Source: an optimization exercise on an open RTL-to-GDS flow (aim: small area, a short achievable clock period and few clock cycles per item). Production flows keep margins and buffers that such runs may drop.
Function was checked by simulation only, so behaviour that the tests miss may differ from the original.

===== design.v =====
`timescale 1ns/1ps
module aes_sbox_a (
  input  wire [7:0] x,
  output wire [7:0] v
);
  wire [7:0] t;
  assign t[0] = x[0] ^ x[1] ^ x[2] ^ x[6];
  assign t[1] = x[3] ^ x[6];
  assign t[2] = x[1] ^ x[3] ^ x[5];
  assign t[3] = x[1] ^ x[2] ^ x[4];
  assign t[4] = x[2] ^ x[3] ^ x[4] ^ x[5] ^ x[6];
  assign t[5] = x[2] ^ x[3];
  assign t[6] = x[1] ^ x[2] ^ x[3] ^ x[4] ^ x[5] ^ x[6];
  assign t[7] = x[5] ^ x[7];
  aes_gf_inv u_inv (.t(t), .v(v));
endmodule
module aes_sbox_b (
  input  wire [7:0] v,
  output wire [7:0] y
);
  assign y[0] = ~(v[0] ^ v[3] ^ v[7]);
  assign y[1] = ~(v[0] ^ v[1] ^ v[2] ^ v[3] ^ v[4] ^ v[5] ^ v[7]);
  assign y[2] = v[0] ^ v[1] ^ v[3] ^ v[6] ^ v[7];
  assign y[3] = v[0] ^ v[3] ^ v[6] ^ v[7];
  assign y[4] = v[0] ^ v[2] ^ v[5] ^ v[6];
  assign y[5] = ~(v[2] ^ v[3] ^ v[4] ^ v[6]);
  assign y[6] = ~(v[4]);
  assign y[7] = v[2] ^ v[5] ^ v[6] ^ v[7];
endmodule
module aes_gf_inv (
  input  wire [7:0] t,
  output wire [7:0] v
);
  function [1:0] g4m; input [1:0] a, b; begin
    g4m[1] = (a[1] & b[1]) ^ (a[1] & b[0]) ^ (a[0] & b[1]);
    g4m[0] = (a[0] & b[0]) ^ (a[1] & b[1]);
  end endfunction
  function [1:0] g4sq; input [1:0] a; begin g4sq = {a[1], a[0] ^ a[1]}; end endfunction
  function [1:0] g4n; input [1:0] a; begin g4n = g4m(a, 2'd3); end endfunction
  function [3:0] g16m; input [3:0] a, b; reg [1:0] h; begin
    h = g4m(a[3:2], b[3:2]);
    g16m[3:2] = h ^ g4m(a[3:2], b[1:0]) ^ g4m(a[1:0], b[3:2]);
    g16m[1:0] = g4m(a[1:0], b[1:0]) ^ g4n(h);
  end endfunction
  function [3:0] g16inv; input [3:0] a; reg [1:0] d, di; begin
    d  = g4n(g4sq(a[3:2])) ^ g4m(a[3:2], a[1:0]) ^ g4sq(a[1:0]);
    di = g4sq(d);
    g16inv[3:2] = g4m(a[3:2], di);
    g16inv[1:0] = g4m(a[1:0] ^ a[3:2], di);
  end endfunction
  wire [3:0] ah = t[7:4], al = t[3:0];
  wire [3:0] d  = g16m(g16m(ah, ah), 4'd13) ^ g16m(ah, al) ^ g16m(al, al);
  wire [3:0] di = g16inv(d);
  assign v[7:4] = g16m(ah, di);
  assign v[3:0] = g16m(al ^ ah, di);
endmodule
`timescale 1ns/1ps
module aes_sbox_ad (
  input  wire [7:0] x,
  input  wire       dec,
  output wire [7:0] v
);
  wire [7:0] te, td;
  assign te[0] = x[0] ^ x[1] ^ x[2] ^ x[6];
  assign te[1] = x[3] ^ x[6];
  assign te[2] = x[1] ^ x[3] ^ x[5];
  assign te[3] = x[1] ^ x[2] ^ x[4];
  assign te[4] = x[2] ^ x[3] ^ x[4] ^ x[5] ^ x[6];
  assign te[5] = x[2] ^ x[3];
  assign te[6] = x[1] ^ x[2] ^ x[3] ^ x[4] ^ x[5] ^ x[6];
  assign te[7] = x[5] ^ x[7];
  assign td[0] = x[1] ^ x[2] ^ x[4] ^ x[6];
  assign td[1] = x[2] ^ x[3];
  assign td[2] = x[3] ^ x[4] ^ x[5] ^ x[6] ^ x[7];
  assign td[3] = ~(x[0] ^ x[4] ^ x[7]);
  assign td[4] = ~(x[6]);
  assign td[5] = ~(x[0] ^ x[1] ^ x[2] ^ x[4] ^ x[5] ^ x[7]);
  assign td[6] = ~(x[0] ^ x[3]);
  assign td[7] = x[1] ^ x[2] ^ x[6] ^ x[7];
  aes_gf_inv u_inv (.t(dec ? td : te), .v(v));
endmodule
module aes_inv_sbox_b (
  input  wire [7:0] v,
  output wire [7:0] y
);
  assign y[0] = v[0] ^ v[1] ^ v[4] ^ v[5] ^ v[6];
  assign y[1] = v[4] ^ v[6];
  assign y[2] = v[1] ^ v[2] ^ v[3] ^ v[4] ^ v[5];
  assign y[3] = v[1] ^ v[2] ^ v[3] ^ v[4];
  assign y[4] = v[1] ^ v[2] ^ v[5] ^ v[6];
  assign y[5] = v[1] ^ v[3] ^ v[6];
  assign y[6] = v[2] ^ v[3] ^ v[4];
  assign y[7] = v[1] ^ v[3] ^ v[6] ^ v[7];
endmodule
`timescale 1ns/1ps
module aes_engine (
  input  wire         clk,
  input  wire         rst,           
  input  wire         key_valid,
  output wire         key_ready,
  input  wire [255:0] key,           
  input  wire [1:0]   key_len,       
  input  wire         in_valid,
  output wire         in_ready,
  input  wire [127:0] in_data,
  input  wire         in_decrypt,    
  output wire         out_valid,
  input  wire         out_ready,
  output wire [127:0] out_data
);
  genvar gi;
  integer i;
  function [7:0] xtime;
    input [7:0] b;
    begin
      xtime = {b[6:0], 1'b0} ^ (b[7] ? 8'h1b : 8'h00);
    end
  endfunction
  function [4:0] tlast_of;        
    input [1:0] kl;
    begin
      tlast_of = (kl == 2'd0) ? 5'd20 : (kl == 2'd1) ? 5'd24 : 5'd28;
    end
  endfunction
  reg  [1:0]   klen;         
  reg          key_ok;       
  reg          first;        
  reg          gs;           
  reg          run;          
  reg  [4:0]   t;            
  reg          vx, dx;       
  reg          vy, dy;       
  reg          in_rdy;       
  reg          key_rdy;
  reg          o_valid;
  reg          x_fin;        
  reg          y_slot;       
  reg          t_zero;       
  reg          s1_dec;       
  reg          s2_dec;       
  reg          s2_gen;       
  reg          st2_to_r;     
  reg          st1_act;      
  reg          step0, step1; 
  reg  [127:0] R;            
  reg  [127:0] Mreg;         
  reg  [127:0] O;            
  wire [4:0] tlast = tlast_of(klen);
  wire x_res   = x_fin && vx;
  wire y_res   = y_slot && vy;
  wire stall   = (x_res || y_res) && o_valid && !out_ready;
  wire load_o  = (x_res || y_res) && !stall;
  assign key_ready = key_rdy;
  assign in_ready  = in_rdy && !stall && !(first && in_decrypt);
  assign out_valid = o_valid;
  assign out_data  = O;
  wire key_fire = key_valid && key_rdy && !rst;
  wire in_fire  = in_valid && in_ready && !rst;
  reg  [31:0]  W0 [0:7];
  reg  [31:0]  W1 [0:7];
  reg  [3:0]   gr0, gr1;     
  reg  [31:0]  M0, M1;       
  reg  [20:0]  gc0, gc1;
  function [7:0] rcon_of;
    input [1:0] kl;
    input [3:0] rr;
    begin
      rcon_of = 8'h00;
      case (kl)
        2'd0: case (rr)
          4'd0: rcon_of = 8'h01; 4'd1: rcon_of = 8'h02; 4'd2: rcon_of = 8'h04;
          4'd3: rcon_of = 8'h08; 4'd4: rcon_of = 8'h10; 4'd5: rcon_of = 8'h20;
          4'd6: rcon_of = 8'h40; 4'd7: rcon_of = 8'h80; 4'd8: rcon_of = 8'h1b;
          4'd9: rcon_of = 8'h36;
          default: rcon_of = 8'h00;
        endcase
        2'd1: case (rr)
          4'd0: rcon_of = 8'h01; 4'd1: rcon_of = 8'h02; 4'd3: rcon_of = 8'h04;
          4'd4: rcon_of = 8'h08; 4'd6: rcon_of = 8'h10; 4'd7: rcon_of = 8'h20;
          4'd9: rcon_of = 8'h40; 4'd10: rcon_of = 8'h80;
          default: rcon_of = 8'h00;
        endcase
        default: case (rr)
          4'd0: rcon_of = 8'h01; 4'd2: rcon_of = 8'h02; 4'd4: rcon_of = 8'h04;
          4'd6: rcon_of = 8'h08; 4'd8: rcon_of = 8'h10; 4'd10: rcon_of = 8'h20;
          4'd12: rcon_of = 8'h40;
          default: rcon_of = 8'h00;
        endcase
      endcase
    end
  endfunction
  function [1:0] mod3;
    input [3:0] rr;
    begin
      case (rr)
        4'd0, 4'd3, 4'd6, 4'd9,  4'd12, 4'd15: mod3 = 2'd0;
        4'd1, 4'd4, 4'd7, 4'd10, 4'd13:        mod3 = 2'd1;
        default:                               mod3 = 2'd2;
      endcase
    end
  endfunction
  function [20:0] gctl;
    input [1:0] kl;
    input       bwd;
    input [3:0] gr;
    reg   [3:0] rr;
    reg   [1:0] ph;
    reg   [5:0] sel;
    begin
      rr = bwd ? gr - 4'd1 : gr;
      ph = mod3(rr);
      if (!bwd)
        case (kl)
          2'd0:    sel = 6'b000001;
          2'd1:    sel = (ph == 2'd1) ? 6'b001000 : 6'b000100;
          default: sel = 6'b010000;
        endcase
      else
        case (kl)
          2'd0:    sel = 6'b000010;
          2'd1:    sel = (ph == 2'd1) ? 6'b000001 : 6'b100000;
          default: sel = 6'b000001;
        endcase
      gctl = {sel, bwd, kl == 2'd0, kl == 2'd1, kl == 2'd2, ph == 2'd0, ph == 2'd1,
              (kl != 2'd2) || !rr[0], rcon_of(kl, rr)};
    end
  endfunction
  function [31:0] sw_in;
    input [5:0]   sel;
    input [255:0] w;      
    reg   [31:0]  w0, w1, w2, w3, w5, w7;
    begin
      w0 = w[255:224]; w1 = w[223:192]; w2 = w[191:160]; w3 = w[159:128];
      w5 = w[95:64];   w7 = w[31:0];
      sw_in = ({32{sel[0]}} & w3) | ({32{sel[1]}} & (w3 ^ w2)) |
              ({32{sel[2]}} & w5) | ({32{sel[3]}} & (w0 ^ w1 ^ w5)) |
              ({32{sel[4]}} & w7) | ({32{sel[5]}} & w1);
    end
  endfunction
  function [255:0] w_step;
    input [20:0]  c;
    input [255:0] w;
    input [31:0]  s;
    reg   [31:0]  w0, w1, w2, w3, w4, w5, w6, w7, tw, n0, n1, n2, n3;
    reg           bwd, k4, k6, k8, ph0, ph1, rot;
    begin
      {bwd, k4, k6, k8, ph0, ph1, rot} = c[14:8];
      w0 = w[255:224]; w1 = w[223:192]; w2 = w[191:160]; w3 = w[159:128];
      w4 = w[127:96];  w5 = w[95:64];   w6 = w[63:32];   w7 = w[31:0];
      tw = (rot ? {s[23:0], s[31:24]} : s) ^ {c[7:0], 24'h0};
      if (!bwd) begin
        n0 = w0 ^ ((k6 && !ph0) ? w5 : tw);
        n1 = w1 ^ n0;
        n2 = w2 ^ ((k6 && ph1) ? tw : n1);
        n3 = w3 ^ n2;
        w_step = k4 ? {n0, n1, n2, n3, w4, w5, w6, w7} :
                 k6 ? {w4, w5, n0, n1, n2, n3, w6, w7} :
                      {w4, w5, w6, w7, n0, n1, n2, n3};
      end else begin
        w_step = k4 ? {w0 ^ tw, w1 ^ w0, w2 ^ w1, w3 ^ w2, w4, w5, w6, w7} :
                 k6 ? {w2 ^ (ph0 ? tw : w1), w3 ^ w2, w4 ^ (ph1 ? tw : w3), w5 ^ w4,
                       w0, w1, w6, w7} :
                      {w4 ^ tw, w5 ^ w4, w6 ^ w5, w7 ^ w6, w0, w1, w2, w3};
      end
    end
  endfunction
  wire [255:0] win0 = {W0[0], W0[1], W0[2], W0[3], W0[4], W0[5], W0[6], W0[7]};
  wire [255:0] win1 = {W1[0], W1[1], W1[2], W1[3], W1[4], W1[5], W1[6], W1[7]};
  wire [127:0] rk0  = win0[255:128];
  wire [127:0] rk1  = win1[255:128];
  wire [31:0] swi0 = sw_in(gc0[20:15], win0);
  wire [31:0] swi1 = sw_in(gc1[20:15], win1);
  wire [31:0] swv0, swv1, sws0, sws1;
  generate
    for (gi = 0; gi < 4; gi = gi + 1) begin : g_ksbox
      aes_sbox_a u_a0 (.x(swi0[8*gi +: 8]), .v(swv0[8*gi +: 8]));
      aes_sbox_a u_a1 (.x(swi1[8*gi +: 8]), .v(swv1[8*gi +: 8]));
      aes_sbox_b u_b0 (.v(M0[8*gi +: 8]), .y(sws0[8*gi +: 8]));
      aes_sbox_b u_b1 (.v(M1[8*gi +: 8]), .y(sws1[8*gi +: 8]));
    end
  endgenerate
  wire [255:0] wnext0 = w_step(gc0, win0, sws0);
  wire [255:0] wnext1 = w_step(gc1, win1, sws1);
  wire go0 = step0 && !stall;
  wire go1 = step1 && !stall;
  always @(posedge clk) begin
    M0 <= swv0;
    M1 <= swv1;
    if (key_fire) begin
      for (i = 0; i < 8; i = i + 1) begin
        W0[i] <= key[255 - 32*i -: 32];
        W1[i] <= key[255 - 32*i -: 32];
      end
    end else begin
      if (go0)
        for (i = 0; i < 8; i = i + 1)
          W0[i] <= wnext0[255 - 32*i -: 32];
      if (go1)
        for (i = 0; i < 8; i = i + 1)
          W1[i] <= wnext1[255 - 32*i -: 32];
    end
  end
  wire [127:0] rk2 = s2_gen ? rk1 : rk0;
  wire [127:0] rkl = (gs ^ in_decrypt) ? rk1 : rk0;
  wire [127:0] v1;
  generate
    for (gi = 0; gi < 16; gi = gi + 1) begin : g_s1
      aes_sbox_ad u_a (.x(R[127 - 8*(gi) -: 8]), .dec(s1_dec), .v(v1[127 - 8*(gi) -: 8]));
    end
  endgenerate
  wire [127:0] ye, yd, s2;
  generate
    for (gi = 0; gi < 16; gi = gi + 1) begin : g_s2
      aes_sbox_b     u_e (.v(Mreg[127 - 8*(gi) -: 8]), .y(ye[127 - 8*(gi) -: 8]));
      aes_inv_sbox_b u_d (.v(Mreg[127 - 8*(gi) -: 8]), .y(yd[127 - 8*(gi) -: 8]));
      assign s2[127 - 8*(gi) -: 8] = s2_dec ?
        yd[127 - 8*((gi % 4) + 4 * (((gi / 4) + 4 - (gi % 4)) % 4)) -: 8] :
        ye[127 - 8*((gi % 4) + 4 * (((gi / 4) + (gi % 4)) % 4)) -: 8];
    end
  endgenerate
  wire [127:0] x2 = s2 ^ rk2;
  wire [127:0] mx2;
  generate
    for (gi = 0; gi < 4; gi = gi + 1) begin : g_mix
      wire [7:0] c0 = s2[127 - 8*(4*gi + 0) -: 8];
      wire [7:0] c1 = s2[127 - 8*(4*gi + 1) -: 8];
      wire [7:0] c2 = s2[127 - 8*(4*gi + 2) -: 8];
      wire [7:0] c3 = s2[127 - 8*(4*gi + 3) -: 8];
      wire [7:0] a0 = x2[127 - 8*(4*gi + 0) -: 8];
      wire [7:0] a1 = x2[127 - 8*(4*gi + 1) -: 8];
      wire [7:0] a2 = x2[127 - 8*(4*gi + 2) -: 8];
      wire [7:0] a3 = x2[127 - 8*(4*gi + 3) -: 8];
      wire [7:0] e0 = xtime(xtime(a0 ^ a2));
      wire [7:0] e1 = xtime(xtime(a1 ^ a3));
      wire [7:0] b0 = s2_dec ? (a0 ^ e0) : c0;
      wire [7:0] b1 = s2_dec ? (a1 ^ e1) : c1;
      wire [7:0] b2 = s2_dec ? (a2 ^ e0) : c2;
      wire [7:0] b3 = s2_dec ? (a3 ^ e1) : c3;
      assign mx2[127 - 8*(4*gi + 0) -: 8] = xtime(b0) ^ xtime(b1) ^ b1 ^ b2 ^ b3;
      assign mx2[127 - 8*(4*gi + 1) -: 8] = b0 ^ xtime(b1) ^ xtime(b2) ^ b2 ^ b3;
      assign mx2[127 - 8*(4*gi + 2) -: 8] = b0 ^ b1 ^ xtime(b2) ^ xtime(b3) ^ b3;
      assign mx2[127 - 8*(4*gi + 3) -: 8] = xtime(b0) ^ b0 ^ b1 ^ b2 ^ xtime(b3);
    end
  endgenerate
  wire [127:0] rnext = mx2 ^ (s2_dec ? 128'd0 : rk2);
  wire ld_r = in_rdy && !stall;    
  always @(posedge clk) begin
    if (ld_r)
      R <= in_data ^ rkl;
    else if (st2_to_r)
      R <= rnext;
    if (st1_act && !stall)
      Mreg <= v1;
    if (load_o)
      O <= x2;
  end
  reg        run_n, key_ok_n, first_n, gs_n, vx_n, dx_n, vy_n, dy_n;
  reg        o_valid_n, in_rdy_n;
  reg  [4:0] t_n;
  reg  [1:0] klen_n;
  reg  [3:0] gr0_n, gr1_n;
  always @(*) begin
    run_n    = run;      t_n     = t;      key_ok_n = key_ok;  first_n = first;
    gs_n     = gs;       klen_n  = klen;   vx_n     = vx;      dx_n    = dx;
    vy_n     = vy;       dy_n    = dy;
    o_valid_n = load_o || (o_valid && !out_ready);
    gr0_n = go0 ? (gs ? gr0 - 4'd1 : gr0 + 4'd1) : gr0;
    gr1_n = go1 ? (gs ? gr1 + 4'd1 : gr1 - 4'd1) : gr1;
    if (key_fire) begin
      run_n = 1'b0; key_ok_n = 1'b1; first_n = 1'b1; gs_n = 1'b1;
      klen_n = key_len; gr0_n = 4'd0; gr1_n = 4'd0;
    end else if (!stall) begin
      if (!run || t == tlast) begin
        if (in_fire) begin
          run_n = 1'b1; t_n = 5'd0; vx_n = 1'b1; dx_n = in_decrypt; vy_n = 1'b0;
        end else if (!run && key_ok && first && in_valid && in_decrypt) begin
          run_n = 1'b1; t_n = 5'd0; vx_n = 1'b0; vy_n = 1'b0;
        end else
          run_n = 1'b0;
      end else if (t == tlast - 5'd1) begin
        if (in_fire) begin
          t_n = 5'd0; vx_n = 1'b1; dx_n = in_decrypt;
        end else
          t_n = tlast;
      end else begin
        t_n = t + 5'd1;
        if (t_zero) begin
          vy_n = in_fire; dy_n = in_decrypt;
        end
      end
      if (run && t == tlast - 5'd2) begin
        first_n = 1'b0; gs_n = !gs;
      end
    end
    in_rdy_n = (!run_n && key_ok_n) ||
               (run_n && (t_n == tlast_of(klen_n) - 5'd1 || t_n == tlast_of(klen_n))) ||
               (run_n && t_n == 5'd0 && vx_n);
    if (rst) begin
      run_n = 1'b0; key_ok_n = 1'b0; o_valid_n = 1'b0; in_rdy_n = 1'b0;
      first_n = 1'b0; gs_n = 1'b1;
    end
  end
  wire [4:0] tl_n = tlast_of(klen_n);
  always @(posedge clk) begin
    run <= run_n;   t <= t_n;     key_ok <= key_ok_n;  first <= first_n;
    gs <= gs_n;     klen <= klen_n;
    vx <= vx_n;     dx <= dx_n;   vy <= vy_n;          dy <= dy_n;
    o_valid <= o_valid_n;
    in_rdy  <= in_rdy_n;
    key_rdy <= !rst;
    gr0 <= gr0_n;   gr1 <= gr1_n;
    x_fin    <= run_n && (t_n == tl_n - 5'd1);
    y_slot   <= run_n && (t_n == 5'd0 || t_n == tl_n);
    t_zero   <= (t_n == 5'd0);
    s1_dec   <= t_n[0] ? dy_n : dx_n;
    s2_dec   <= t_n[0] ? dx_n : dy_n;
    s2_gen   <= gs_n ^ (t_n[0] ? dx_n : dy_n) ^
                (t_n == tl_n - 5'd1 || t_n == 5'd0 || t_n == tl_n);
    st2_to_r <= run_n && (t_n != 5'd0) && (t_n <= tl_n - 5'd2);
    st1_act  <= run_n && (t_n <= tl_n - 5'd1);
    step0    <= run_n && !t_n[0] && (t_n <= tl_n - 5'd2) && !(first_n && gs_n);
    step1    <= run_n && !t_n[0] && (t_n <= tl_n - 5'd2) && !(first_n && !gs_n);
    gc0      <= gctl(klen_n, gs_n, gr0_n);
    gc1      <= gctl(klen_n, !gs_n, gr1_n);
  end
endmodule

===== run.sh =====
#!/bin/bash
# synth_recipe.tcl (not shown) runs the flow's synth.tcl, then flattens the netlist and writes it again
# the make line also repeats each setting of config.mk as NAME=value (left out here)
make -C /OpenROAD-flow-scripts/flow DESIGN_CONFIG=/design/flow/config.mk WORK_HOME=/design/flow/orfs CLKGATE_MAP_FILE= SYNTH_SCRIPT=/design/flow/synth_recipe.tcl finish

===== config.mk =====
export PLATFORM = sky130hd
export DESIGN_NAME = aes_engine
export DESIGN_NICKNAME = aes_engine
export VERILOG_FILES = /design/flow/design.v
export SDC_FILE = /design/flow/constraint.sdc
export NUM_CORES = 8
export LEC_CHECK = 0
export CAP_MARGIN = 20
export CORE_MARGIN = 2
export CORE_UTILIZATION = 50
export SETUP_SLACK_MARGIN = 5
export SLEW_MARGIN = 20

===== constraint.sdc =====
create_clock -name core_clock -period 11.0 [get_ports {clk}]
set_input_delay 2.2000 -clock core_clock [delete_from_list [all_inputs] [get_ports {clk}]]
set_output_delay 2.2000 -clock core_clock [all_outputs]
set_load 0.01 [all_outputs]

==> results of run 1 <==
-- metrics by stage --
| stage | area [µm²] | worst slack, ns | hold WS (ns) |
|---|---|---|---|
| 6_report | 145600 | 4.947 | 0.4871 |
| 4_1_cts | 140600 | 4.902 | 0.4911 |
| 3_3_place_gp | 133000 | 3.375 | 0.4643 |
| 3_5_place_dp | 133100 | 3.338 | 0.4795 |
| 2_1_floorplan | 126500 | 4.259 | 0.4421 |
| 5_1_grt | 145500 | 4.868 | 0.5351 |
-- state kept, by name, summed over array words and instances, names as in the netlist, 2 cells and up --
signal  count
R         128
t           5
W0        256
M0         32
M1         32
klen        2
W1        256
gc0        18
O         128
gr1         4
Mreg      128
gc1        20
gr0         4
-- path summary, 6_finish.rpt --
kind                             start      to
worst max-delay path            s2_gen   R[68]
worst min-delay path            key_ok  key_ok
worst max register to register  s2_gen   R[68]
worst min register to register  key_ok  key_ok
-- cells in the mapped netlist (125+ instances only) --
cell type  number  area [µm²]
a211oi_1      213        1599
a22oi_1       247        1854
nand3_1       152       760.7
nor3_1        134       670.6
xor2_1       1249       10940
o21ai_0      1025        5130
clkbuf_1      880        3303
buf_1         150       563.0
inv_1         281        1055
edfxtp_1      897       26940
nor2_1       1588        5961
buf_2         186       930.9
a21oi_1      1249        6251
nand2_1      1484        5570
mux2i_1       662        6626
xnor3_1       125        2815
o211ai_1      175        1314
ha_1          157        1964
xnor2_1      2770       24260
dfxtp_1       136        2723
-- what timing repair did --
item	CTS	global route
buffers inserted	106	326
hold buffers	0	0
setup endpoints to repair	196	195
pin swaps	54	151
gates resized for setup	297	374
gates cloned	7	8
-- cells by family (layout without fill, tap and decap cells) --
logic type | after synthesis | after routing | share of synthesized area, %
xor gates and xnor gates | 4272 | 4277 | 31.96
and+or+nand+nor | 3938 | 3938 | 13.25
AOI/OAI and AO/OA | 3724 | 3726 | 18.05
buffers and inverters | 1636 | 1845 | 5.280
DFF | 1033 | 1033 | 23.46
muxes | 756 | 756 | 6.401
adders and majority gates | 159 | 159 | 1.586
other | 1 | 39 | 0.002967
-- worst max-delay path, stage by stage, from the launching register on --
cell,delay (ns)
dfxtp_4,0.47
buf_4,0.70
mux2i_1,1.18
xor2_1,0.18
xnor2_1,0.44
xnor2_1,0.26
xnor2_1,0.43
xnor2_1,0.24
xnor2_1,0.16
nand2_1,0.08
xor2_1,0.46
xnor2_1,0.17
xnor2_1,0.17
xnor2_1,0.50
a21oi_1,0.25
-- layer usage --
| layer | track usage, % | up-vias | routed length, µm | part of all wire [%] |
|---|---|---|---|---|
| met4 | 35.52 | 34 | 58840 | 10 |
| met2 | 59.57 | 7595 | 231000 | 40 |
| met5 | 0 | - | 241 | 0.042 |
| li1 | - | 53575 | - | - |
| met3 | 14.15 | 1779 | 75130 | 13 |
| met1 | 53.27 | 57089 | 211300 | 37 |
-- cell type report --
type	instances	area (µm²)	share of cell area [%]
multi-input cells	12857	94210	64.71
flip-flops and latches	1033	29720	20.42
repair buffers	1232	11160	7.667
well taps	3348	4189	2.877
clock buffers	173	3870	2.658
inverters	362	1455	0.9995
clock inverters	78	884.6	0.6076
diodes	38	95.09	0.06531
==> results.json, run 1 <==
{
  "status": "complete, no violations",
  "num-fill-cells": 22960,
  "startpoint_type": "flip-flop",
  "drc": 0,
  "cts_buffers": 139,
  "yosysSeqAreaShare_pct": 23.46,
  "cts_root_buf": "clkbuf_16",
  "first_pass_iters": 9,
  "first_iter_violations": 17360,
  "layout_commonest_cell": "xnor2_1",
  "setup_violations": 0,
  "die_h_um": 506.8,
  "rows": 184,
  "cts_tree": "done",
  "r2r_setup_slack_ns": 4.95,
  "port_buffers": 522,
  "die_x_um": 506.8,
  "grt_pass1_wl_mm": 795.0,
  "syn_avg_cell_area_um2": 8.145,
  "async_reset_ff_share_pct": 0,
  "grt_max_degree": 161,
  "setup_tns_ns": 0,
  "drt-total-wl_mm": 576.5,
  "crit_type": "reg2reg",
  "dp_cells": 18382,
  "clk_pin_slew_worst_paths_ns": 0.06,
  "core_area_um2": 251400,
  "io_pins": 523,
  "finalHoldViolCount": 0,
  "utilization_pct": 57.91,
  "place_hpwl_mm": 427.7,
  "worstSkewPairLatency_ns": 0.86,
  "synth_edf_count": 897,
  "instances_no_fill": 19121,
  "area_growth_pct": 15.18,
  "max_freq_mhz": 165.2,
  "vias": 120072,
  "cts_buffer_depth": 3,
  "ys.flop_type": "edfxtp_1",
  "grt_pass1_vias": 106213,
  "htree_levels": 4,
  "hold_path_class": "reg2reg",
  "period_share_pct": 55.02,
  "wire_per_inst_um": 30.15,
  "synth_cell_types": 125,
  "yosysWarnings": 4,
  "die_area_um2": 256800,
  "drive_gt1_share_pct": 11.74,
  "overflow": 0,
  "antenna_found_initial": 58,
  "antenna_left": 0,
  "synthCells": 15519,
  "cp.arrival_ns": 6.57,
  "grtUsageTotal_pct": 42.76,
  "slew_headroom_pct": 6.158,
  "final_nets": 16176,
  "syn_area_um2": 126400,
  "final_cell_mix": "xnor2_1 (2632), nor2_1 (1569), nand2_1 (1457)",
  "cts_sinks": 1033,
  "tightest_slew_ns": 1.368,
  "skew_ns": 0.04631,
  "final_max_slew_viol_count": 0,
  "whs_path_depth": 1,
  "cap_violations": 0,
  "synth_nets": 16070,
  "critPathRequiredTime_ns": 11.51,
  "cp_max_fo": 37,
  "endpoint_kind": "flip-flop",
  "initial_utilization_pct": 50.28,
  "yosys_register_bits": 1033,
  "viasPerCell": 6.280,
  "fin_crit_ns": 6.053,
  "rsz0062_at_grt": "yes",
  "place_congestion": 1.055,
  "reg2regPathDepth": 14
}
Testbench counts, summed over its fixed seeds: cycles 19,497, blocks 1,536.
==> run 2, diff against run 1 <==
--- a/design.v
+++ b/design.v
@@ -126,5 +126,4 @@
   reg          key_ok;       
   reg          first;        
-  reg          gs;           
   reg          run;          
   reg  [4:0]   t;            
@@ -142,5 +141,5 @@
   reg          st2_to_r;     
   reg          st1_act;      
-  reg          step0, step1; 
+  reg          stepf, stepb; 
   reg  [127:0] R;            
   reg  [127:0] Mreg;         
@@ -157,9 +156,7 @@
   wire key_fire = key_valid && key_rdy && !rst;
   wire in_fire  = in_valid && in_ready && !rst;
-  reg  [31:0]  W0 [0:7];
-  reg  [31:0]  W1 [0:7];
-  reg  [3:0]   gr0, gr1;     
-  reg  [31:0]  M0, M1;       
-  reg  [20:0]  gc0, gc1;
+  reg  [255:0] WF, WB;      
+  reg  [31:0]  MF, MB;      
+  reg  [16:0]  gcf, gcb;
   function [7:0] rcon_of;
     input [1:0] kl;
@@ -200,107 +197,112 @@
     end
   endfunction
-  function [20:0] gctl;
+  function [16:0] gctl;
     input [1:0] kl;
     input       bwd;
-    input [3:0] gr;
-    reg   [3:0] rr;
+    input [3:0] rr;
     reg   [1:0] ph;
-    reg   [5:0] sel;
+    reg   [2:0] sel;
     begin
-      rr = bwd ? gr - 4'd1 : gr;
       ph = mod3(rr);
-      if (!bwd)
-        case (kl)
-          2'd0:    sel = 6'b000001;
-          2'd1:    sel = (ph == 2'd1) ? 6'b001000 : 6'b000100;
-          default: sel = 6'b010000;
-        endcase
-      else
-        case (kl)
-          2'd0:    sel = 6'b000010;
-          2'd1:    sel = (ph == 2'd1) ? 6'b000001 : 6'b100000;
-          default: sel = 6'b000001;
-        endcase
-      gctl = {sel, bwd, kl == 2'd0, kl == 2'd1, kl == 2'd2, ph == 2'd0, ph == 2'd1,
+      case (kl)
+        2'd0:    sel = 3'b001;
+        2'd1:    sel = bwd ? ((ph == 2'd1) ? 3'b100 : 3'b010)
+                           : ((ph == 2'd1) ? 3'b100 : 3'b010);
+        default: sel = 3'b000;
+      endcase
+      gctl = {sel, kl == 2'd0, kl == 2'd1, kl == 2'd2, ph == 2'd0, ph == 2'd1,
               (kl != 2'd2) || !rr[0], rcon_of(kl, rr)};
     end
   endfunction
-  function [31:0] sw_in;
-    input [5:0]   sel;
-    input [255:0] w;      
-    reg   [31:0]  w0, w1, w2, w3, w5, w7;
+  function [31:0] sw_in_f;
+    input [2:0]   sel;
+    input [255:0] w;
+    begin
+      sw_in_f = sel[0] ? w[159:128] :
+                sel[1] ? w[95:64] :
+                sel[2] ? (w[255:224] ^ w[223:192] ^ w[95:64]) : w[31:0];
+    end
+  endfunction
+  function [31:0] sw_in_b;
+    input [2:0]   sel;
+    input [255:0] w;
     begin
-      w0 = w[255:224]; w1 = w[223:192]; w2 = w[191:160]; w3 = w[159:128];
-      w5 = w[95:64];   w7 = w[31:0];
-      sw_in = ({32{sel[0]}} & w3) | ({32{sel[1]}} & (w3 ^ w2)) |
-              ({32{sel[2]}} & w5) | ({32{sel[3]}} & (w0 ^ w1 ^ w5)) |
-              ({32{sel[4]}} & w7) | ({32{sel[5]}} & w1);
+      sw_in_b = sel[0] ? (w[159:128] ^ w[191:160]) :
+                sel[1] ? w[223:192] : w[159:128];
     end
   endfunction
-  function [255:0] w_step;
-    input [20:0]  c;
+  function [255:0] w_step_f;
+    input [16:0]  c;
     input [255:0] w;
     input [31:0]  s;
     reg   [31:0]  w0, w1, w2, w3, w4, w5, w6, w7, tw, n0, n1, n2, n3;
-    reg           bwd, k4, k6, k8, ph0, ph1, rot;
+    reg           k4, k6, k8, ph0, ph1, rot;
     begin
-      {bwd, k4, k6, k8, ph0, ph1, rot} = c[14:8];
+      {k4, k6, k8, ph0, ph1, rot} = c[13:8];
       w0 = w[255:224]; w1 = w[223:192]; w2 = w[191:160]; w3 = w[159:128];
       w4 = w[127:96];  w5 = w[95:64];   w6 = w[63:32];   w7 = w[31:0];
       tw = (rot ? {s[23:0], s[31:24]} : s) ^ {c[7:0], 24'h0};
-      if (!bwd) begin
-        n0 = w0 ^ ((k6 && !ph0) ? w5 : tw);
-        n1 = w1 ^ n0;
-        n2 = w2 ^ ((k6 && ph1) ? tw : n1);
-        n3 = w3 ^ n2;
-        w_step = k4 ? {n0, n1, n2, n3, w4, w5, w6, w7} :
+      n0 = w0 ^ ((k6 && !ph0) ? w5 : tw);
+      n1 = w1 ^ n0;
+      n2 = w2 ^ ((k6 && ph1) ? tw : n1);
+      n3 = w3 ^ n2;
+      w_step_f = k4 ? {n0, n1, n2, n3, w4, w5, w6, w7} :
                  k6 ? {w4, w5, n0, n1, n2, n3, w6, w7} :
                       {w4, w5, w6, w7, n0, n1, n2, n3};
-      end else begin
-        w_step = k4 ? {w0 ^ tw, w1 ^ w0, w2 ^ w1, w3 ^ w2, w4, w5, w6, w7} :
+    end
+  endfunction
+  function [255:0] w_step_b;
+    input [16:0]  c;
+    input [255:0] w;
+    input [31:0]  s;
+    reg   [31:0]  w0, w1, w2, w3, w4, w5, w6, w7, tw;
+    reg           k4, k6, k8, ph0, ph1, rot;
+    begin
+      {k4, k6, k8, ph0, ph1, rot} = c[13:8];
+      w0 = w[255:224]; w1 = w[223:192]; w2 = w[191:160]; w3 = w[159:128];
+      w4 = w[127:96];  w5 = w[95:64];   w6 = w[63:32];   w7 = w[31:0];
+      tw = (rot ? {s[23:0], s[31:24]} : s) ^ {c[7:0], 24'h0};
+      w_step_b = k4 ? {w0 ^ tw, w1 ^ w0, w2 ^ w1, w3 ^ w2, w4, w5, w6, w7} :
                  k6 ? {w2 ^ (ph0 ? tw : w1), w3 ^ w2, w4 ^ (ph1 ? tw : w3), w5 ^ w4,
                        w0, w1, w6, w7} :
                       {w4 ^ tw, w5 ^ w4, w6 ^ w5, w7 ^ w6, w0, w1, w2, w3};
-      end
     end
   endfunction
-  wire [255:0] win0 = {W0[0], W0[1], W0[2], W0[3], W0[4], W0[5], W0[6], W0[7]};
-  wire [255:0] win1 = {W1[0], W1[1], W1[2], W1[3], W1[4], W1[5], W1[6], W1[7]};
-  wire [127:0] rk0  = win0[255:128];
-  wire [127:0] rk1  = win1[255:128];
-  wire [31:0] swi0 = sw_in(gc0[20:15], win0);
-  wire [31:0] swi1 = sw_in(gc1[20:15], win1);
-  wire [31:0] swv0, swv1, sws0, sws1;
+  wire [127:0] rkf = WF[255:128];
+  wire [127:0] rkb = WB[255:128];
+  wire [31:0] swif = sw_in_f(gcf[16:14], x_fin ? WB : WF);
+  wire [31:0] swib = sw_in_b(gcb[16:14], x_fin ? WF : WB);
+  wire [31:0] swvf, swvb, swsf, swsb;
   generate
     for (gi = 0; gi < 4; gi = gi + 1) begin : g_ksbox
-      aes_sbox_a u_a0 (.x(swi0[8*gi +: 8]), .v(swv0[8*gi +: 8]));
-      aes_sbox_a u_a1 (.x(swi1[8*gi +: 8]), .v(swv1[8*gi +: 8]));
-      aes_sbox_b u_b0 (.v(M0[8*gi +: 8]), .y(sws0[8*gi +: 8]));
-      aes_sbox_b u_b1 (.v(M1[8*gi +: 8]), .y(sws1[8*gi +: 8]));
+      aes_sbox_a u_af (.x(swif[8*gi +: 8]), .v(swvf[8*gi +: 8]));
+      aes_sbox_a u_ab (.x(swib[8*gi +: 8]), .v(swvb[8*gi +: 8]));
+      aes_sbox_b u_bf (.v(MF[8*gi +: 8]), .y(swsf[8*gi +: 8]));
+      aes_sbox_b u_bb (.v(MB[8*gi +: 8]), .y(swsb[8*gi +: 8]));
     end
   endgenerate
-  wire [255:0] wnext0 = w_step(gc0, win0, sws0);
-  wire [255:0] wnext1 = w_step(gc1, win1, sws1);
-  wire go0 = step0 && !stall;
-  wire go1 = step1 && !stall;
+  wire [255:0] wnextf = w_step_f(gcf, WF, swsf);
+  wire [255:0] wnextb = w_step_b(gcb, WB, swsb);
+  wire gof  = stepf && !stall;
+  wire gob  = stepb && !stall;
+  wire swap = x_fin && !stall;
   always @(posedge clk) begin
-    M0 <= swv0;
-    M1 <= swv1;
+    MF <= swvf;
+    MB <= swvb;
     if (key_fire) begin
-      for (i = 0; i < 8; i = i + 1) begin
-        W0[i] <= key[255 - 32*i -: 32];
-        W1[i] <= key[255 - 32*i -: 32];
-      end
+      WF <= key;
+      WB <= key;
+    end else if (swap) begin
+      WF <= WB;
+      WB <= WF;
     end else begin
-      if (go0)
-        for (i = 0; i < 8; i = i + 1)
-          W0[i] <= wnext0[255 - 32*i -: 32];
-      if (go1)
-        for (i = 0; i < 8; i = i + 1)
-          W1[i] <= wnext1[255 - 32*i -: 32];
+      if (gof)
+        WF <= wnextf;
+      if (gob)
+        WB <= wnextb;
     end
   end
-  wire [127:0] rk2 = s2_gen ? rk1 : rk0;
-  wire [127:0] rkl = (gs ^ in_decrypt) ? rk1 : rk0;
+  wire [127:0] rk2 = s2_gen ? rkb : rkf;
+  wire [127:0] rkl = (in_decrypt ^ x_fin) ? rkb : rkf;
   wire [127:0] v1;
   generate
@@ -355,19 +357,15 @@
       O <= x2;
   end
-  reg        run_n, key_ok_n, first_n, gs_n, vx_n, dx_n, vy_n, dy_n;
+  reg        run_n, key_ok_n, first_n, vx_n, dx_n, vy_n, dy_n;
   reg        o_valid_n, in_rdy_n;
   reg  [4:0] t_n;
   reg  [1:0] klen_n;
-  reg  [3:0] gr0_n, gr1_n;
   always @(*) begin
     run_n    = run;      t_n     = t;      key_ok_n = key_ok;  first_n = first;
-    gs_n     = gs;       klen_n  = klen;   vx_n     = vx;      dx_n    = dx;
-    vy_n     = vy;       dy_n    = dy;
+    klen_n   = klen;     vx_n    = vx;     dx_n     = dx;      vy_n    = vy;
+    dy_n     = dy;
     o_valid_n = load_o || (o_valid && !out_ready);
-    gr0_n = go0 ? (gs ? gr0 - 4'd1 : gr0 + 4'd1) : gr0;
-    gr1_n = go1 ? (gs ? gr1 + 4'd1 : gr1 - 4'd1) : gr1;
     if (key_fire) begin
-      run_n = 1'b0; key_ok_n = 1'b1; first_n = 1'b1; gs_n = 1'b1;
-      klen_n = key_len; gr0_n = 4'd0; gr1_n = 4'd0;
+      run_n = 1'b0; key_ok_n = 1'b1; first_n = 1'b1; klen_n = key_len;
     end else if (!stall) begin
       if (!run || t == tlast) begin
@@ -389,7 +387,6 @@
         end
       end
-      if (run && t == tlast - 5'd2) begin
-        first_n = 1'b0; gs_n = !gs;
-      end
+      if (run && t == tlast - 5'd2)
+        first_n = 1'b0;
     end
     in_rdy_n = (!run_n && key_ok_n) ||
@@ -398,16 +395,18 @@
     if (rst) begin
       run_n = 1'b0; key_ok_n = 1'b0; o_valid_n = 1'b0; in_rdy_n = 1'b0;
-      first_n = 1'b0; gs_n = 1'b1;
+      first_n = 1'b0;
     end
   end
   wire [4:0] tl_n = tlast_of(klen_n);
+  wire [3:0] nr_n = tl_n[4:1];
+  wire       pre_n = !run_n || t_n >= tl_n - 5'd1;
+  wire [3:0] j_n   = pre_n ? 4'd0 : t_n[4:1] + {3'd0, t_n[0]};
   always @(posedge clk) begin
     run <= run_n;   t <= t_n;     key_ok <= key_ok_n;  first <= first_n;
-    gs <= gs_n;     klen <= klen_n;
+    klen <= klen_n;
     vx <= vx_n;     dx <= dx_n;   vy <= vy_n;          dy <= dy_n;
     o_valid <= o_valid_n;
     in_rdy  <= in_rdy_n;
     key_rdy <= !rst;
-    gr0 <= gr0_n;   gr1 <= gr1_n;
     x_fin    <= run_n && (t_n == tl_n - 5'd1);
     y_slot   <= run_n && (t_n == 5'd0 || t_n == tl_n);
@@ -415,12 +414,11 @@
     s1_dec   <= t_n[0] ? dy_n : dx_n;
     s2_dec   <= t_n[0] ? dx_n : dy_n;
-    s2_gen   <= gs_n ^ (t_n[0] ? dx_n : dy_n) ^
-                (t_n == tl_n - 5'd1 || t_n == 5'd0 || t_n == tl_n);
+    s2_gen   <= (t_n[0] ? dx_n : dy_n) ^ (t_n == 5'd0 || t_n == tl_n);
     st2_to_r <= run_n && (t_n != 5'd0) && (t_n <= tl_n - 5'd2);
     st1_act  <= run_n && (t_n <= tl_n - 5'd1);
-    step0    <= run_n && !t_n[0] && (t_n <= tl_n - 5'd2) && !(first_n && gs_n);
-    step1    <= run_n && !t_n[0] && (t_n <= tl_n - 5'd2) && !(first_n && !gs_n);
-    gc0      <= gctl(klen_n, gs_n, gr0_n);
-    gc1      <= gctl(klen_n, !gs_n, gr1_n);
+    stepf    <= run_n && !t_n[0] && (t_n <= tl_n - 5'd2);
+    stepb    <= run_n && !t_n[0] && (t_n <= tl_n - 5'd2) && !first_n;
+    gcf      <= gctl(klen_n, 1'b0, j_n);
+    gcb      <= gctl(klen_n, 1'b1, nr_n - j_n - 4'd1);
   end
 endmodule
==> results.json, run 2 <==
{
  "yosys_register_bits": 1014,
  "max_freq_mhz": 164.2,
  "max_stage_delay_ns": 0.60,
  "final_nets": 14491,
  "period_share_pct": 55.38,
  "die_x_um": 481.3,
  "cp.arrival_ns": 6.82,
  "endpoint": "MB[17]",
  "startpoint": "x_fin",
  "yosysWarnings": 2,
  "synth_nets": 13971,
  "first_iter_violations": 14863,
  "reg2regPathDepth": 27,
  "rsz0062_at_grt": "yes",
  "io_pins": 523,
  "place_hpwl_mm": 397.6,
  "grt_pass1_wl_mm": 729.3,
  "die_area_um2": 231600,
  "drive_gt1_share_pct": 14.20,
  "synth_edf_count": 897,
  "skew_ns": 0.05086,
  "r2r_start": "x_fin",
  "area_growth_pct": 19.31,
  "port_buffers": 522,
  "clk_pin_slew_worst_paths_ns": 0.06,
  "cts_sinks": 1014,
  "grt_max_degree": 197,
  "crit_top_cell": "xnor2_2",
  "fin_crit_ns": 6.092,
  "wire_per_inst_um": 31.42,
  "tightest_slew_ns": 1.299,
  "syn_area_um2": 113900,
  "cpMaxStageDelayCell": "mux4_2",
  "async_reset_ff_share_pct": 0,
  "reg2reg_to": "MB[17]",
  "finalHoldViolCount": 0,
  "synthTopCellsByCount": "xnor2_1 (2611), nor2_1 (1461), a21oi_1 (1192)",
  "worst_path_dominant_cell_family": "XOR/XNOR gates",
  "synth_most_common_cell": "xnor2_1",
  "num-fill-cells": 19940,
  "viasPerCell": 6.357,
  "critical_path_depth": 27,
  "yosysSeqAreaShare_pct": 25.70,
  "ys.flop_type": "edfxtp_1",
  "critPathRequiredTime_ns": 11.73,
  "synthCells": 13419,
  "cap_violations": 0,
  "status": "complete, no violations",
  "crit_type": "reg2reg",
  "largest_registers": "WB (256), WF (256)",
  "initial_utilization_pct": 50.21,
  "utilization_pct": 59.91,
  "final_cell_mix": "xnor2_1 (2387), nor2_1 (1443), a21oi_1 (1173)",
  "syn_avg_cell_area_um2": 8.488,
  "cp_max_fo": 7,
  "worstSkewPairLatency_ns": 0.87,
  "crit_buf_inv": 6,
  "overflow": 0,
  "startpoint_type": "flip-flop",
  "slew_headroom_pct": 13.37,
  "drc": 0,
  "grtUsageTotal_pct": 43.69,
  "hold_path_class": "reg2reg",
  "grt_pass1_vias": 98573,
  "setup_tns_ns": 0,
  "synth_area_leaders": "edfxtp_1 (24%), xnor2_1 (20%), xor2_1 (7.5%), mux2i_1 (6.4%), a21oi_1 (5.2%)",
  "synth_top_area_share_pct": 23.65,
  "layout_commonest_cell": "xnor2_1",
  "first_pass_iters": 8,
  "cts_buffers": 132,
  "r2r_setup_slack_ns": 4.91,
  "htree_levels": 4,
  "cts_root_buf": "clkbuf_16",
  "rows": 175,
  "antenna_found_initial": 33,
  "antenna_left": 0,
  "final_max_slew_viol_count": 0,
  "synth_cell_types": 137,
  "cts_buffer_depth": 3,
  "setup_violations": 0,
  "cts_tree": "done",
  "endpoint_kind": "flip-flop",
  "vias": 108477,
  "core_area_um2": 226800,
  "drt-total-wl_mm": 536.3,
  "die_h_um": 481.3,
  "synth_top_cell_by_area": "edfxtp_1",
  "place_congestion": 1.064
}
## run 2: what timing repair did
item	in CTS	in global routing
setup endpoints to repair	213	216
pin swaps	115	241
buffers inserted	219	336
hold buffers	0	0
gates resized for setup	469	446
gates cloned	18	18
## run 2: worst reg2reg max path, stage by stage, from the launching register on
cell and delay (ns):
dfxtp_4 0.36, buf_6 0.14, buf_16 0.18, buf_12 0.13, mux4_2 0.60, a32o_2 0.31
a31oi_4 0.22, xnor3_2 0.41, inv_2 0.09, ha_4 0.16, xnor2_4 0.14, xor3_2 0.55
xnor2_2 0.27, xnor2_2 0.15, xnor2_2 0.20, ha_4 0.20, xnor2_2 0.15, xnor2_2 0.20
xor2_1 0.25, xnor2_2 0.15, buf_4 0.17, nand2_4 0.07, xor2_4 0.16, buf_12 0.14
or2_4 0.24, o21ai_1 0.08, a22oi_1 0.09, xor2_1 0.16
## run 2: cells by family after synthesis
group / count (synthesis) / synth area share [%]
AND/OR/NAND/NOR: 3298 / 12.42
flip-flops: 1014 / 25.70
other: 1 / 0.003292
multiplexers: 867 / 8.185
adder cells (fa/ha/maj): 164 / 1.799
XOR/XNOR: 3755 / 30.77
buffers and inverters: 1260 / 4.532
AO/OA/AOI/OAI: 3060 / 16.59
## run 2: routing by layer
layer | global-route usage, % | routed length [µm] | vias to the layer above
li1 | - | - | 47530
met1 | 55.81 | 200600 | 52259
met2 | 62.72 | 221000 | 7167
met3 | 11.70 | 63560 | 1501
met4 | 33.16 | 50950 | 20
met5 | 0.4557 | 142 | -
## run 2: how the worst min path moves through the flow
| stage | startpoint | endpoint | slack, ns | cells after the start |
|---|---|---|---|---|
| global route | dy | dy | 0.52 | 2 |
| floorplan | dx | dx | 0.44 | 2 |
| detailed placement | dy | dy | 0.47 | 2 |
| CTS | dy | dy | 0.49 | 2 |
| finish | dy | dy | 0.49 | 2 |
| global placement | dx | dx | 0.46 | 2 |
## run 2: final cells by class
class                   instances  area (µm²)  area share (%)
well taps                    3009        3765           2.770
repair buffers               1347       12550           9.236
clock buffers                 162        3477           2.559
multi-input cells           11160       84760           62.37
inverters                     284        1166          0.8581
diodes                         13       32.53         0.02394
clock inverters                76       832.0          0.6123
flip-flops and latches       1014       29310           21.57
## run 2: stage by stage
step	cells	instance area, µm²	hold slack (ns)	setup slack, ns
3_5_place_dp	16222	121100	0.4744	2.958
2_1_floorplan	13419	114000	0.4421	4.541
3_3_place_gp	16221	121100	0.4617	3.167
6_report	17065	135900	0.4939	4.908
4_1_cts	16697	130400	0.4912	4.950
5_1_grt	17058	135900	0.5187	4.754
Testbench counts of run 2, summed over its fixed seeds: cycles 19,497, blocks 1,536.
==> run 3, diff against run 2 <==
==> flow/run.sh (new file) <==
#!/bin/bash
# Own layout flow: the standard synthesis (standard.sh synth), then the
# combinational logic between the registers is mapped again by ABC with an
# area-oriented script (the registers, their names and cell types are kept as
# they are), then the standard layout (standard.sh) from that netlist.
# Each tool's output goes to a log file of its own in this folder.
set -euo pipefail
R=orfs/results/${FLOW_PLATFORM}/aes_engine/base
L=orfs/logs/${FLOW_PLATFORM}/aes_engine/base

bash standard.sh synth > synth.log 2>&1

YOSYS=yosys
if [[ -x "${FLOW_HOME}/../tools/install/yosys/bin/yosys" ]]; then
  YOSYS="${FLOW_HOME}/../tools/install/yosys/bin/yosys"
fi
cp "$R/1_2_yosys.v" std_synth.v
# the synthesis's own don't-use list, as its ABC call had it
grep -o -- "-dont_use [^ ]*" "$L/1_2_yosys.log" | sort -u | tr '\n' ' ' > dont_use.txt
NETIN=std_synth.v NETOUT=remapped.v ABCSCR=flow/area.abc \
  LIB="${FLOW_HOME}/platforms/${FLOW_PLATFORM}/lib/sky130_fd_sc_hd__tt_025C_1v80.lib" \
  DONT_USE="$(cat dont_use.txt)" \
  "$YOSYS" -c flow/remap.tcl > remap.log 2>&1
# the registers (and tie cells) must be the standard synthesis's, by type and name
python3 flow/regs.py std_synth.v > regs_std.txt
python3 flow/regs.py remapped.v > regs_remapped.txt
cmp regs_std.txt regs_remapped.txt > regs_cmp.log 2>&1
cp remapped.v "$R/1_2_yosys.v"
rm -f "$R/1_synth.odb"

bash standard.sh > layout.log 2>&1
==> flow/area.abc (new file) <==
strash; dch; map -a; topo; dnsize
==> flow/regs.py (new file) <==
# Lists a netlist's sequential and tie cells as "type name", sorted.
import re, sys
txt = open(sys.argv[1]).read()
out = []
for m in re.finditer(r'^\s*(sky130_fd_sc_hd__\w+)\s+(\S+)\s*\(', txt, re.M):
    t, n = m.group(1), m.group(2)
    if re.match(r'sky130_fd_sc_hd__(e?s?df|sdf|dl|conb)', t):
        out.append(f"{t} {n}")
print("\n".join(sorted(out)))
==> flow/remap.tcl (new file) <==
# Maps the combinational logic of a synthesized netlist again with ABC, keeping
# every register (and tie cell) instance, its name and its cell type.
yosys -import
set lib $::env(LIB)
read_liberty -ignore_miss_func $lib
read_verilog $::env(NETIN)
hierarchy -top $::env(FLOW_TOP)
# the netlist's sequential and tie cells stay as they are
set fh [open $::env(NETIN) r]
set txt [read $fh]
close $fh
set keep [dict create]
foreach m [regexp -all -inline {sky130_fd_sc_hd__[A-Za-z0-9_]+} $txt] {
  if {[regexp {^sky130_fd_sc_hd__(e?s?df|sdf|dl|conb)} $m]} { dict set keep $m 1 }
}
foreach m [dict keys $keep] {
  puts "keeping cell type $m"
  yosys blackbox $m
}
flatten
opt_clean -purge
tee -o remap_before.txt stat
abc -script $::env(ABCSCR) -liberty $lib {*}$::env(DONT_USE)
opt_clean -purge
yosys rename -hide w:*.*
hilomap -singleton -hicell sky130_fd_sc_hd__conb_1 HI -locell sky130_fd_sc_hd__conb_1 LO
splitnets
opt_clean -purge
insbuf -buf sky130_fd_sc_hd__buf_4 A X
tee -o remap_after.txt stat -liberty $lib
write_verilog -noattr -nohex -nodec $::env(NETOUT)

# the written netlist, read back against the library's cells, must be fully mapped
design -reset
read_liberty -lib $lib
read_verilog $::env(NETOUT)
hierarchy -check -top $::env(FLOW_TOP)
check -assert -mapped
==> standard.sh (new file) <==
#!/bin/bash
# synth_recipe.tcl (not shown) runs the flow's synth.tcl, then flattens the netlist and writes it again
# the make line also repeats each setting of config.mk as NAME=value (left out here)
make -C /OpenROAD-flow-scripts/flow DESIGN_CONFIG=/design/flow/config.mk WORK_HOME=/design/flow/orfs CLKGATE_MAP_FILE= SYNTH_SCRIPT=/design/flow/synth_recipe.tcl "${@:-finish}"
removed: run.sh
==> results.json, run 3 <==
{
  "hp-start": "dx",
  "critPathRequiredTime_ns": 11.49,
  "fin_crit_ns": 6.139,
  "final_nets": 15886,
  "syn_avg_cell_area_um2": 7.075,
  "tightest_slew_ns": 1.355,
  "grtUsageTotal_pct": 47.42,
  "cts_root_buf": "clkbuf_16",
  "core_area_um2": 204600,
  "layout_commonest_cell": "nand2_1",
  "initial_utilization_pct": 50.32,
  "drc": 0,
  "setup_violations": 0,
  "r2r_setup_slack_ns": 4.86,
  "final_max_slew_viol_count": 0,
  "rows": 166,
  "overflow": 0,
  "clk_pin_slew_worst_paths_ns": 0.06,
  "endpoint_kind": "flip-flop",
  "area_growth_pct": 17.38,
  "antenna_found_initial": 31,
  "rsz0062_at_grt": "yes",
  "die_area_um2": 209500,
  "whs_ns": 0.4849,
  "syn_area_um2": 102900,
  "place_area_um2": 113600,
  "multi_input_area_um2": 69560,
  "viasPerCell": 6.359,
  "cts_tree": "done",
  "vias": 116428,
  "first_pass_iters": 9,
  "startpoint": "WF[147]",
  "grt_pass1_vias": 105222,
  "cts_sinks": 1014,
  "largest_registers": "WB (256), WF (256)",
  "max_stage_delay_ns": 1.05,
  "r2r_start": "WF[147]",
  "synthCells": 14550,
  "max_freq_mhz": 162.9,
  "seq_area_um2": 29300,
  "cpMaxStageDelayCell": "o21ai_0",
  "critical_path.cell_chain": "clkinv_1, o21ai_0, clkinv_1, xor2_1, xnor2_1, xnor2_1, xnor2_1, nand2_1, nand2_1, xnor2_1, xor2_1, xor2_2, o21ai_0",
  "grt_pass1_wl_mm": 727.6,
  "final_cell_mix": "nand2_1 (2847), o21ai_0 (1728), xor2_1 (1712)",
  "finalHoldViolCount": 0,
  "crit_top_cell": "xnor2_1",
  "fin_area_um2": 120800,
  "cap_violations": 0,
  "cts_buffers": 132,
  "cp.arrival_ns": 6.63,
  "crit_type": "reg2reg",
  "first_iter_violations": 18352,
  "port_buffers": 522,
  "cts_hold_buffers": 0,
  "place_hpwl_mm": 385.1,
  "place_congestion": 1.087,
  "dp_cells": 17944,
  "io_pins": 523,
  "die_x_um": 457.7,
  "period_share_pct": 55.81,
  "htree_levels": 4,
  "cts_buffer_depth": 3,
  "instances_no_fill": 18310,
  "status": "complete, no violations",
  "antenna_left": 0,
  "skew_ns": 0.03007,
  "grt_max_degree": 175,
  "drive_gt1_share_pct": 6.627,
  "worstSkewPairLatency_ns": 0.86,
  "startpoint_type": "flip-flop",
  "synth_nets": 14942,
  "wire_per_inst_um": 28.56,
  "num-fill-cells": 19089,
  "drt-total-wl_mm": 522.9,
  "yosysWarnings": 2,
  "die_h_um": 457.7,
  "slew_headroom_pct": 9.073,
  "cp_max_fo": 6,
  "hold_path_class": "reg2reg"
}
## run 3: cell count changes in the layout (fill, tap and decap cells not counted), moves of 653 or more
cell      previous run  this run
nand2_1           1032      2847
xnor2_1           2387       914
clkinv_1            20      1443
o21ai_0            593      1728
mux2i_1            675        22
xor2_1             878      1712
## run 3: path summary, 6_finish.rpt
| check | end | cells past startpoint |
|---|---|---|
| worst max-delay path | R[21] | 13 |
| worst min-delay path | dx | 1 |
| worst max register to register | R[21] | 13 |
| worst min register to register | dx | 1 |
## run 3: routing by layer
metal  GRT usage, %  part of all wire [%]  up-vias
li1               -                     -    51736
met1          56.17                    35    53662
met2          67.00                    40     8708
met5         0.9414                 0.089        -
met3          16.81                    14     2294
met4          42.90                    12       28
## run 3: per-stage QoR
stage / utilization [%] / setup slack (ns) / setup TNS (ns)
after global routing: 59.05 / 4.889 / 0
after floorplan: - / -3.235 / -1938.30
after global placement: 55.50 / 3.069 / 0
after CTS: 58.11 / 4.878 / 0
after detailed placement: 55.50 / 3.207 / 0
final: 59.06 / 4.861 / 0
## run 3: timing repair
item | CTS | global route
setup buffers | 23 | 65
setup endpoints to repair | 158 | 268
cloned | 4 | 9
pin swaps | 6 | 23
gates resized for setup | 158 | 263
## run 3: final cells by class
type / count / share of cell area [%]
Clock buffer: 169 / 3.033
Clock inverter: 73 / 0.6606
Tap cell: 2688 / 2.783
Timing Repair inverter: 4 / 0.03313
Timing Repair Buffer: 808 / 6.808
Sequential cell: 1014 / 24.25
Antenna cell: 20 / 0.04142
Inverter: 1495 / 4.825
Multi-Input combinational cell: 12039 / 57.57
## run 3: worst max-delay path: cells and delay by family, from the launching register on
family / cells / cell delay (ns)
xor+xnor: 7 / 2.69
flops: 1 / 0.55
compound gates: 2 / 1.38
simple gates: 2 / 0.22
buf+inv: 2 / 0.93

-- port drivers added, routing unchanged --
The flow's constraints put no driver on any port. The routed layouts listed below were extracted and timed again, unchanged, in two steps. Step 1 assumes that a clkbuf_16 drives the clock port and a buf_2 every other input. Step 2 adds t to the input delays and takes it off the output delays; t is the mean of the earliest and latest rising clock arrival at the registers after step 1. Input paths then give back, and output paths get back, about the clock's delay inside the block. a / b / c = no drivers / after step 1 / after step 2; a / b = the first two.
| run | t, ns | slack for setup (ns) | worst setup path at the end | worst slew at a driven data input, ns |
|---|---|---|---|---|
| run 1 | 0.942 | 4.947 / 4.947 / 4.350 | input to register | 0.21 |
| run 2 | 0.955 | 4.908 / 4.908 / 4.227 | input to register | 0.17 |
| run 3 | 0.950 | 4.861 / 4.861 / 4.052 | input to register | 0.16 |
After both steps every run listed still meets setup and hold. For run 3, which loses most, drivers alone change the setup slack by 0.000 ns; drivers and shift together by -0.809 ns.
